Context: an optimization exercise on an open-source flow, tuned for small area, a short achievable clock period and few clock cycles per item. The choices shown serve that exercise and are no tape-out recipe. The RTL was checked by simulation tests, not by an equivalence proof against the original design. No activity file was given, so power comes from the tool's default toggle rates.

== the reference run ==
Design stripe_engine, start of the top module:
module stripe_engine (
    input  wire         clk,
    input  wire         rst,
    input  wire         in_valid,
    output wire         in_ready,
    input  wire [127:0] in_data,
    input  wire [4:0]   in_col,
    input  wire         in_last,
    input  wire [4:0]   in_a,
    input  wire [4:0]   in_b,
    output wire         out_valid,
    input  wire         out_ready,
    output wire [127:0] out_a,
    output wire [127:0] out_b
);
export LEC_CHECK = 0
export ABC_AREA = 1
export CAP_MARGIN = 20
export CORE_MARGIN = 2
export CORE_UTILIZATION = 60
export SLEW_MARGIN = 20
create_clock -name core_clock -period 20.0 [get_ports {clk}]
standard.sh (not shown) runs the stock make flow with config.mk's settings and CLKGATE_MAP_FILE= SYNTH_SCRIPT=/design/flow/synth_recipe.tcl, a recipe that flattens the netlist after the stock synthesis.
==> flow/flow/run.sh <==
#!/bin/bash
# Standard layout (the standard.sh: standard synthesis, floorplan, place,
# CTS, route, finish) with two changes:
#  - repair_timing keeps a setup margin (flow/margin.txt), so it works on
#    paths well inside the 20 ns period;
#  - the port buffers that buffer_ports inserts are a plain buffer cell
#    (flow/portbuf.txt) rather than the resizer's default pick.
set -euo pipefail
MARGIN=$(cat flow/margin.txt)
PORTBUF=$(cat flow/portbuf.txt)
bash standard.sh SETUP_SLACK_MARGIN="$MARGIN" BUFFER_PORTS_ARGS="-buffer_cell $PORTBUF" finish > flow_make.log 2>&1
==> flow/flow/margin.txt <==
14.9
==> flow/flow/portbuf.txt <==
sky130_fd_sc_hd__buf_2
The flow did not stop early for the reference run: all stages ran, and the layout cleared the timing, design-rule and antenna checks.
Testbench counts of the reference run, summed over its fixed seeds: cycles 26,344, groups 2,400.
Relative to the reference run, the following input files were edited for the trial run:
- CORE_UTILIZATION now 70, was 60
- ABC_AREA no longer set, was 1
==> flow/flow/margin.txt <==
15.0
==> comparison <==
The trial run did not stop at any stage, and its layout met the timing, design-rule and antenna checks. | number of cells on the worst hold path | the trial run vs the reference run | 1 lower |. From the reference run to the trial run the numbers moved as follows: non-clock buffer count has increased; net switching power of the design moved up; post-route fraction of the period consumed by the critical path held steady. Compared the trial run vs the reference run, and part of the power in registers is down in the trial run. On synthesized area per cell: between the reference run and the trial run, it ends up higher for the trial run. The trial run vs the reference run: count of clock-buffer cells in the layout down. Combinational group share of total power: the trial run vs the reference run up 5.4 points. Total vias in the final route for the trial run: 21% up relative to the reference run. The trial run vs. the reference run: final cell count without fillers now larger; horizontal die dimension fell 9.7 microns.

========
stripe_engine again, from the RTL that the note above started with.
clock: 20.0 ns
lec_check: 0
cap_margin: 20
core_margin: 2
core_utilization: 60
cts_cluster_diameter: 60
cts_cluster_size: 25
slew_margin: 20
==> flow/flow/margin.txt <==
15.0
Scripts as last shown in full above: flow/flow/run.sh, flow/flow/portbuf.txt
The starting point finished with timing, DRC and antenna clean.
Testbench counts at the start, summed over its fixed seeds: cycles 26,344, groups 2,400.
Then changed:
==> flow/flow/margin.txt (replaced) <==
14.7
--- a/flow/config.mk
+++ b/flow/config.mk
@@ -7,0 +8 @@
+export ABC_AREA = 1
@@ -11,2 +11,0 @@
-export CTS_CLUSTER_DIAMETER = 60
-export CTS_CLUSTER_SIZE = 25
Wire length goes down by 8.4%.
Utilization went down by 3.9 points.
Register-to-register slack got worse by 0.13 ns.
Sequential share of layout area increases by 2.4 points.
Clock power rose by about 20%.
Global-route usage fell by 0.50 points.
Then changed:
==> flow/flow/margin.txt (replaced) <==
15.0
--- a/flow/config.mk
+++ b/flow/config.mk
@@ -8 +7,0 @@
-export ABC_AREA = 1
@@ -11 +10 @@
-export CORE_UTILIZATION = 60
+export CORE_UTILIZATION = 40
=>
- design area rises by 16%
- worst setup slack improved by 0.20 ns
- via count rises by about 12%
- first-iteration DRC count rises by 19%
- register-to-register slack improved by 0.20 ns
Then changed:
==> flow/flow/margin.txt (replaced) <==
14.8
--- a/flow/config.mk
+++ b/flow/config.mk
@@ -7,0 +8 @@
+export ABC_AREA = 1
@@ -10 +11,3 @@
-export CORE_UTILIZATION = 40
+export CORE_UTILIZATION = 70
+export CTS_CLUSTER_DIAMETER = 60
+export CTS_CLUSTER_SIZE = 25
=> The changed run finished with timing, DRC and antenna clean; sequential share of layout area went up by 3.3 points; global-route usage is higher by 14 points; first-iteration DRC count goes up by 10%; register-to-register slack is worse by 0.38 ns.

static timing again, ports no longer ideal:
How much do the figures lean on ideal ports? The routed layouts below were timed once more, with nothing changed but the port constraints.
Step 1 sets driving cells, clkbuf_16 on the clock port and buf_2 on the other inputs (assumed; they add their load-dependent delay and slew).
Step 2 also shifts input and output timing later by t, the mid clock arrival at the registers, as if the neighbouring blocks saw the same clock.
Slacks: no drivers / after step 1 / after step 2; pairs: no drivers / after step 1.
run | shift t [ns] | setup WS [ns] | hold slack, ns
the reference run | 0.678 | 14.876 / 14.810 / 14.423 | 0.487 / 0.487 / 0.487
the trial run | 0.671 | 14.877 / 14.810 / 14.425 | 0.521 / 0.521 / 0.521
the first run of note 2 | 0.661 | 14.902 / 14.837 / 14.381 | 0.528 / 0.528 / 0.528
the second run of note 2 | 0.679 | 14.659 / 14.693 / 14.015 | 0.488 / 0.488 / 0.488
the third run of note 2 | 0.719 | 14.854 / 14.777 / 14.423 | 0.524 / 0.524 / 0.524
the fourth run of note 2 | 0.655 | 14.809 / 14.746 / 14.353 | 0.493 / 0.493 / 0.493
After both steps every run listed still meets setup and hold. The setup slack of the second run of note 2, which loses most, moves by +0.034 ns with the drivers and by -0.644 ns with both steps.
